This design comes from an exercise in tuning for small area, a short achievable clock period and few clock cycles on the open sky130 flow, not from production work. Function was checked by simulation only, so behaviour that the tests miss may differ from the original. No activity file was given, so power comes from the tool's default toggle rates.

// fblc_dec
module fblc_dec (
    input  wire        clk,
    input  wire        rst_n,
    input  wire        in_valid,
    input  wire [7:0]  in_data,
    input  wire        in_last,
    output wire        in_ready,
    output wire        out_valid,
    input  wire        out_ready,
    output wire [15:0] out_syms,
    output wire [3:0]  out_count,
    output reg         done_valid,
    output reg  [3:0]  done_detail,
    output wire [31:0] done_bitoff,
    output wire [31:0] done_bytes
);
Settings: LEC_CHECK=0, CAP_MARGIN=20, CELL_PAD_IN_SITES_DETAIL_PLACEMENT=1, CELL_PAD_IN_SITES_GLOBAL_PLACEMENT=2, CORE_MARGIN=2, CORE_UTILIZATION=30, GPL_ROUTABILITY_DRIVEN=1, PLACE_DENSITY=0.45, SETUP_SLACK_MARGIN=2.5, SLEW_MARGIN=20; clock period 8.0 ns.
run.sh (not shown) runs the stock make flow with config.mk's settings and CLKGATE_MAP_FILE= SYNTH_SCRIPT=/design/flow/synth_recipe.tcl, a recipe that flattens the netlist after the stock synthesis.
Testbench counts at the start, summed over its fixed seeds: cycles 8,857.
Change:
--- a/flow/design.v
+++ b/flow/design.v
@@ -386,18 +386,18 @@
     wire [31:0] rem_fast = {rlo[10] ? rhim1 : rem[31:10], rlo[9:0]};
     wire [9:0]  fillnxt = (fL >= {14'd0, froom}) ? 10'd512 : fsum;
     wire [8:0]  vd3   = wid + 9'd3;
     wire [8:0]  pvd   = pp - vd3;
     wire signed [10:0] vl1b = 11'sd3 - $signed({3'd0, col});                       
     wire signed [10:0] vl2b = $signed({2'd0, vd3}) - $signed({1'b0, fill});       
     wire signed [10:0] vhib = $signed({2'd0, line_left}) + 11'sd3;                
     wire [8:0]  vd    = vd3 - {6'd0, iv};
-    wire signed [10:0] vlo1 = vl1b - $signed({8'd0, iv});
-    wire signed [10:0] vlo2 = vl2b - $signed({8'd0, iv});
+    wire signed [10:0] vlob = (vl1b > vl2b) ? vl1b : vl2b;
+    wire signed [10:0] vlo  = vlob - $signed({8'd0, iv});                          
     wire signed [10:0] vhi  = vhib - $signed({8'd0, iv});
     wire [8:0]  cqv  = pvd + {6'd0, iv};
     wire [8:0]  cqh  = pp - hdist[8:0];
     wire signed [10:0] hlo  = $signed({1'b0, hdist}) - $signed({1'b0, fill});
     wire        hacc   = !hfull && (pst == P_HDR || iend);
     wire        hfire  = hacc && in_valid;
     wire [3:0]  h_det  = he1 ? 4'd1 : he2 ? 4'd2 : he3 ? 4'd3 : he4 ? 4'd4 : he5 ? 4'd5 : 4'd0;
     wire [25:0] hlm    = (hm == 3'd1) ? {2'd0, hlines} :
@@ -545,17 +545,17 @@
                 cleft <= iL;
                 cge8  <= iL >= 24'd8;
                 cle8  <= iL <= 24'd8;
                 clit  <= (ikind == K_LIT) ? ldata : {8{isym}};
                 if (ikind == K_VERT) begin
                     {cqw0, cq0} <= cqv;
                     cqlo  <= below(cqv[2:0]);
                     cqw1  <= cqv[8:3] + 6'd1;
-                    clo   <= (vlo1 > vlo2) ? vlo1 : vlo2;
+                    clo   <= vlo;
                     chi   <= vhi;
                     crep  <= 3'd0;
                 end else begin
                     {cqw0, cq0} <= cqh;
                     cqlo  <= below(cqh[2:0]);
                     cqw1  <= cqh[8:3] + 6'd1;
                     clo   <= hlo;
                     chi   <= 11'sd0;
Total power drops by 6.1%.
Synthesized cell count went down by 1.2%.
Design area rises by 0.96%.
Cell count hardly moves.
Critical path depth shrinks by 5.
First-iteration DRC count came out higher by 12%.
Worst setup slack is worse by 200 ps.
Synthesized area drops by 0.41%.
Testbench counts after the change, summed over its fixed seeds: cycles 8,857.

* * *

the baseline:
fblc_dec, a different RTL version from the one above (not shown whole).
For scale: about 1,500 flip-flops.
export LEC_CHECK = 0
export ABC_CLOCK_PERIOD_IN_PS = 5000
export CAP_MARGIN = 20
export CELL_PAD_IN_SITES_DETAIL_PLACEMENT = 1
export CELL_PAD_IN_SITES_GLOBAL_PLACEMENT = 2
export CORE_MARGIN = 2
export CORE_UTILIZATION = 30
export GPL_ROUTABILITY_DRIVEN = 1
export PLACE_DENSITY = 0.45
export SETUP_SLACK_MARGIN = 2.0
export SLEW_MARGIN = 20
create_clock -name core_clock -period 8.0 [get_ports {clk}]
The baseline closes out successfully: all stages finished, all timing, DRC and antenna checks passed.
Testbench counts of the baseline, summed over its fixed seeds: cycles 9,125.
The inputs of the candidate differ from those of the baseline as listed below.
diff --git a/flow/design.v b/flow/design.v
--- a/flow/design.v
+++ b/flow/design.v
@@ -82,19 +82,15 @@
     reg [5:0]  cqw0, cqw1;       
     reg signed [10:0] clo;       
     reg signed [10:0] chi;       
     reg [2:0]  crep;             
     reg [15:0] clit;
     reg [8:0]  ep;               
     reg        ov;
-    reg [15:0] osyms;
-    reg [3:0]  ocnt;
     assign out_valid = ov;
-    assign out_syms  = osyms;
-    assign out_count = ocnt;
     reg [1023:0] hist;           
     wire       ofree  = !ov || out_ready;
     wire       emit   = cv && ofree;
     wire [3:0] ecount = cge8 ? 4'd8 : {1'b0, cleft[2:0]};
     wire       elast  = cle8;
     wire [8:0] cqn    = {cqw0, cq0} + {5'd0, ecount};
     wire       cfree  = !cv || (emit && elast);
@@ -103,32 +99,40 @@
     reg [8:0]  wep;              
     reg [3:0]  wcnt;
     reg [15:0] wdr;              
     reg [7:0]  wm0, wm1;         
     reg [63:0] woh0, woh1;       
     reg [47:0] wab;              
     reg [2:0]  mk;
+    reg [15:0] osyms;
+    reg [2:0]  ok;
+    always @(*) begin
+        for (i = 0; i < 8; i = i + 1) begin
+            ok = wep[2:0] + i[2:0];
+            osyms[2*i +: 2] = wdr[2*ok +: 2];
+        end
+    end
+    assign out_syms  = osyms;
+    assign out_count = wcnt;
     always @(*) begin
         for (i = 0; i < 8; i = i + 1) begin
             mk = i[2:0] - wep[2:0];
             wm0[i] = wv && ({1'b0, mk} < wcnt) && (i >= wep[2:0]);
             wm1[i] = wv && ({1'b0, mk} < wcnt) && (i < wep[2:0]);
             wab[6*i +: 6] = wep[8:3] + ((i < wep[2:0]) ? 6'd1 : 6'd0);
         end
         for (i = 0; i < 64; i = i + 1)
             woh0[i] = (wep[8:3] == i);
         woh1 = {woh0[62:0], woh0[63]};
     end
     reg [15:0] rd;               
     reg [2:0]  rsel [0:7];       
     reg [7:0]  rmk;              
-    reg [15:0] cpy;              
     reg [15:0] wdc;              
     reg [15:0] wdl;              
-    reg [15:0] esyms;            
     reg [15:0] wd;               
     reg [5:0]  ra;
     reg [2:0]  kk;
     reg [3:0]  ln;
     reg [2:0]  wk;
     always @(*) begin
         for (i = 0; i < 8; i = i + 1) begin
@@ -146,23 +150,21 @@
                 3'd6: kk = i % 6;
                 3'd7: kk = i % 7;
                 default: kk = i;
             endcase
             ln = {1'b0, kk};
             rsel[i] = cq0 + kk;
             rmk[i]  = ($signed({7'd0, ln}) >= clo) && (!cvert || $signed({7'd0, i[3:0]}) < chi);
-            cpy[2*i +: 2] = rmk[i] ? rd[2*rsel[i] +: 2] : 2'd0;
         end
         for (i = 0; i < 8; i = i + 1) begin
             wk = i[2:0] - ep[2:0];
             wdc[2*i +: 2] = rmk[wk] ? rd[2*rsel[wk] +: 2] : 2'd0;
             wdl[2*i +: 2] = clit[2*wk +: 2];
         end
         wd    = ccopy ? wdc : wdl;
-        esyms = ccopy ? cpy : clit;
     end
     genvar gw, gb;
     generate
         for (gw = 0; gw < 64; gw = gw + 1) begin : g_word
             for (gb = 0; gb < 8; gb = gb + 1) begin : g_bank
                 always @(posedge clk)
                     if ((woh0[gw] && wm0[gb]) || (woh1[gw] && wm1[gb]))
@@ -186,28 +188,27 @@
                 end
             v = 10'd0;
             for (k = 0; k <= FN; k = k + 1)
                 if (z == k) v = (x >> (20 - 2*k)) & ((21'd1 << (k+1)) - 1);
             gdec = {big, z, 1'b0, v};
         end
     endfunction
-    wire [15:0] gd0 = gdec(bb[31:11]);
-    wire [15:0] gd2 = gdec(bb[29:9]);
-    wire [15:0] gd4 = gdec(bb[27:7]);
-    wire [15:0] gd5 = gdec(bb[26:6]);
     reg [2:0]  g0;
     reg [15:0] gsel;
     reg [3:0]  gzc;              
     reg        gbig;             
     reg [9:0]  gv;
+    reg [31:0] gsw;
     always @(*) begin
-        if (pst == P_G2)        begin g0 = 3'd0; gsel = gd0; end
-        else if (pre == K_RUN)  begin g0 = 3'd4; gsel = gd4; end
-        else if (pre == K_VERT) begin g0 = 3'd5; gsel = gd5; end
-        else                    begin g0 = 3'd2; gsel = gd2; end
+        if (pst == P_G2)        g0 = 3'd0;
+        else if (pre == K_RUN)  g0 = 3'd4;
+        else if (pre == K_VERT) g0 = 3'd5;
+        else                    g0 = 3'd2;
+        gsw  = bb << g0;
+        gsel = gdec(gsw[31:11]);
         gbig  = gsel[15];
         gzc   = gsel[14:11];
         gv    = gsel[9:0];
     end
     wire [6:0] bno       = {1'b0, bn} - {4'd0, g0} - 7'd1;
     wire       genough   = !bno[6] && ({2'b0, gzc, 1'b0} <= bno[5:0]);
     wire [8:0] colr      = colu - wid;
@@ -453,27 +454,23 @@
             clit   <= 16'd0;
             ep     <= 9'd0;
             ov     <= 1'b0;
             wv     <= 1'b0;
             wep    <= 9'd0;
             wcnt   <= 4'd0;
             wdr    <= 16'd0;
-            osyms  <= 16'd0;
-            ocnt   <= 4'd0;
         end else begin
             done_valid <= done_fire;
             if (done_fire) pend <= 1'b0;
             wv <= emit;
             if (emit) begin
                 wep   <= ep;
                 wcnt  <= ecount;
                 wdr   <= wd;
                 ov    <= 1'b1;
-                osyms <= esyms;
-                ocnt  <= ecount;
                 ep    <= ep + {5'd0, ecount};
                 {cqw0, cq0} <= cqn;
                 cqw1  <= cqn[8:3] + 6'd1;
                 cleft <= cleft - {20'd0, ecount};
                 cge8  <= (cleft - {20'd0, ecount}) >= 24'd8;
                 cle8  <= (cleft - {20'd0, ecount}) <= 24'd8;
                 if (clo > 11'sd0) clo <= clo - $signed({7'd0, ecount});
Findings:
Where clock skew is concerned, the baseline is outperformed by the candidate. Diff the baseline -> the candidate: power share of the combinational group has increased; count of filler cells inserted in the layout has decreased; worst slew margin relative to its limit has increased; final design utilization has increased. Going from the baseline to the candidate, non-clock buffer area fraction after layout rose by 1.4 points; clock buffer instance count of the final layout fell by 19; largest net degree at the start of global routing fell by 24%.
Testbench counts of the candidate, summed over its fixed seeds: cycles 9,125.

==> port drivers added, routing unchanged <==
Ports are ideal in the flow. The routed layouts listed here were re-timed in OpenROAD.
Step 1, drivers: a clkbuf_16 drives clk and a buf_2 each remaining input, both assumed.
Step 2, shift: input delay + t, output delay - t, t = (earliest + latest rising clock arrival at the registers) / 2. This alone moves slack from input paths to output paths.
a / b / c = no drivers / after step 1 / after step 2; a / b = the first two.
run	t (ns)	setup slack, ns	hold WS [ns]
the first run of note 1	0.970	2.555 / 2.481 / 2.555	0.411 / 0.411 / 0.411
the second run of note 1	0.991	2.358 / 2.260 / 2.214	0.463 / 0.463 / 0.463
the baseline	0.960	2.188 / 2.188 / 2.188	0.459 / 0.459 / 0.459
the candidate	0.973	1.687 / 1.687 / 1.687	0.459 / 0.459 / 0.459
After both steps every run listed still meets setup and hold. The setup slack of the second run of note 1, which loses most, moves by -0.098 ns with the drivers and by -0.144 ns with both steps.
